This is an optimization exercise on Yosys and OpenROAD, whose aim is small area, not a production implementation.
In this exercise RTL edits were held to simulation tests only and were not proved equivalent to the original.

==> flow/design.v (excerpt) <==
module mxfp4_block_dot (
    input  wire         clk,
    input  wire         rst,
    input  wire         in_valid,
    input  wire         in_first,
    input  wire         in_last,
    input  wire [127:0] in_a,       
    input  wire [127:0] in_b,
    input  wire [7:0]   in_sa,      
    input  wire [7:0]   in_sb,      
    output reg          out_valid,
    output wire [31:0]  out_d
);
    function [7:0] pmag;
        input [2:0] a;
        input [2:0] b;
        reg na, nb, a0, a1, a2, b0, b1, b2, s0, s1, s2, s3, s4, m0, m1, m2, m3;
        begin
            na = a[2] | a[1];
            nb = b[2] | b[1];
            a0 = ~a[2];  a1 = a[2] & ~a[1];  a2 = a[2] & a[1];
            b0 = ~b[2];  b1 = b[2] & ~b[1];  b2 = b[2] & b[1];
            s0 = a0 & b0;
            s1 = (a0 & b1) | (a1 & b0);
            s2 = (a0 & b2) | (a1 & b1) | (a2 & b0);
            s3 = (a1 & b2) | (a2 & b1);
            s4 = a2 & b2;
            m0 = a[0] & b[0];
            m1 = (na & b[0]) ^ (a[0] & nb);
            m2 = na & nb & ~m0;
            m3 = na & nb & m0;
            pmag[0] = m0 & s0;
            pmag[1] = (m1 & s0) | (m0 & s1);
            pmag[2] = (m2 & s0) | (m1 & s1) | (m0 & s2);
            pmag[3] = (m3 & s0) | (m2 & s1) | (m1 & s2) | (m0 & s3);
            pmag[4] = (m3 & s1) | (m2 & s2) | (m1 & s3) | (m0 & s4);
            pmag[5] = (m3 & s2) | (m2 & s3) | (m1 & s4);
            pmag[6] = (m3 & s3) | (m2 & s4);
            pmag[7] = m3 & s4;
        end
    endfunction
    function [32:0] rca;
        input [31:0] a;
        input [31:0] b;
        input        ci;
        reg          c;
        integer      j;
        begin
            c = ci;
            for (j = 0; j < 32; j = j + 1) begin
                rca[j] = a[j] ^ b[j] ^ c;
                c = (a[j] & b[j]) | (a[j] & c) | (b[j] & c);
            end
            rca[32] = c;
        end
    endfunction
    wire [31:0] sg;
    assign sg[0] = in_a[3] ^ in_b[3];
    wire [7:0] q0 = pmag(in_a[2:0], in_b[2:0]) ^ {8{sg[0]}};
  ...
make LEC_CHECK=0 ABC_AREA=1 CAP_MARGIN=10 CORE_MARGIN=2 CORE_UTILIZATION=55 SLEW_MARGIN=10 finish   # period 35.0 ns
run.sh (not shown) runs the stock make flow with config.mk's settings and CLKGATE_MAP_FILE= SYNTH_SCRIPT=/design/flow/synth_recipe.tcl, a recipe that flattens the netlist after the stock synthesis.
The baseline ran to the end with no violations.
Then changed:
==> flow/flow/run.sh (new file) <==
#!/bin/bash
# Own layout flow: the standard layout (standard.sh, ORFS), with two changes:
#  - synthesis skips Yosys's generic "abc -fast" pre-mapping inside synth
#    (SYNTH_ARGS=-noabc), so extract_fa sees the design's full adders as
#    written; technology mapping is still the flow's own ABC run;
#  - port buffers are the smallest buffer cell (sky130_fd_sc_hd__buf_1)
#    instead of the one buffer_ports picks by default.
# Everything else (floorplan, power grid, taps, placement, CTS, routing) is
# the standard flow. Each step's full log is under orfs/logs/; make's own
# output goes to flow.log.
set -euo pipefail
bash standard.sh "SYNTH_ARGS=-noabc" \
    "BUFFER_PORTS_ARGS=-buffer_cell sky130_fd_sc_hd__buf_1" finish > flow.log 2>&1
==> flow/standard.sh (new file) <==
#!/bin/bash
# synth_recipe.tcl (not shown) runs the flow's synth.tcl, then flattens the netlist and writes it again
# the make line also repeats each setting of config.mk as NAME=value (left out here)
make -C /OpenROAD-flow-scripts/flow DESIGN_CONFIG=/design/flow/config.mk WORK_HOME=/design/flow/orfs CLKGATE_MAP_FILE= SYNTH_SCRIPT=/design/flow/synth_recipe.tcl "${@:-finish}"
removed: flow/run.sh
=>
- The changed run completed with no timing, DRC or antenna violations
- worst hold slack hardly moves
- first-iteration DRC count rose by a few percent
- maximum frequency went down by a little under a tenth
- worst setup slack loses 2.6 ns
- design area went down by roughly a tenth
- sequential share of layout area goes up by 0.55 points
- non-clock buffer count came out lower by 6
Then changed:
==> flow/flow/run.sh (replaced) <==
#!/bin/bash
# Own layout flow: the standard layout (standard.sh, ORFS), with three
# changes:
#  - synthesis skips Yosys's generic "abc -fast" pre-mapping inside synth
#    (SYNTH_ARGS=-noabc), so extract_fa sees the design's full adders as
#    written;
#  - ABC's technology mapping runs flow/area.abc (&dch + &nf with area
#    recovery) instead of abc_area.script; flow/my_synth.tcl is the standard flow's
#    synth_recipe.tcl with only that change;
#  - port buffers are the smallest buffer cell (sky130_fd_sc_hd__buf_1)
#    instead of the one buffer_ports picks by default.
# Everything else (floorplan, power grid, taps, placement, CTS, routing) is
# the standard flow. Each step's full log is under orfs/logs/; make's own
# output goes to flow.log.
set -euo pipefail
here=$(pwd)
bash standard.sh "SYNTH_SCRIPT=$here/flow/my_synth.tcl" "SYNTH_ARGS=-noabc" \
    "BUFFER_PORTS_ARGS=-buffer_cell sky130_fd_sc_hd__buf_1" finish > flow.log 2>&1
==> flow/flow/area.abc (new file) <==
strash
&get -n
&dch
&nf -R 1000
&put
topo
==> flow/flow/my_synth.tcl (new file) <==
# The standard flow's synthesis script (synth_recipe.tcl, in the work folder) unchanged,
# except that ABC's technology mapping runs flow/area.abc in place of the
# flow's abc_area.script.
set my_flow_dir [file dirname [file normalize [info script]]]
set my_abc_script [file join $my_flow_dir area.abc]
proc abc {args} {
  set i [lsearch -exact $args -script]
  if { $i >= 0 } {
    lset args [expr { $i + 1 }] $::my_abc_script
  }
  yosys abc {*}$args
}
source [file join [file dirname $my_flow_dir] synth_recipe.tcl]
=> Fmax decreases by a few percent. Clock-buffer cell count shrinks by 1.

[what the ideal ports hide]
In the flow no input, the clock included, has a driving cell. The finished layouts below were timed again as built, in two steps.
Step 1: set_driving_cell puts a clkbuf_16 on clk and a buf_2 on each other input, an assumption about the parent block.
Step 2 moves the port delays by t, midway between the first and last clock arrival at a register: inputs arrive t later, outputs are due t later. That takes back most of the time a late clock gives input paths.
Three values: ideal ports, drivers, drivers and shift; two values: the first two.
| run | shift t [ns] | setup WS [ns] | worst register clock-pin slew, ns | pins driven straight from the clock port |
|---|---|---|---|---|
| the first run | 0.381 | 6.182 / 6.182 / 6.182 | 0.06 / 0.06 | 1 |
| the second run | 0.377 | 3.623 / 3.623 / 3.623 | 0.06 / 0.06 | 1 |
| the third run | 0.392 | 2.320 / 2.320 / 2.320 | 0.06 / 0.06 | 1 |
After both steps setup and hold are still met in every run listed.
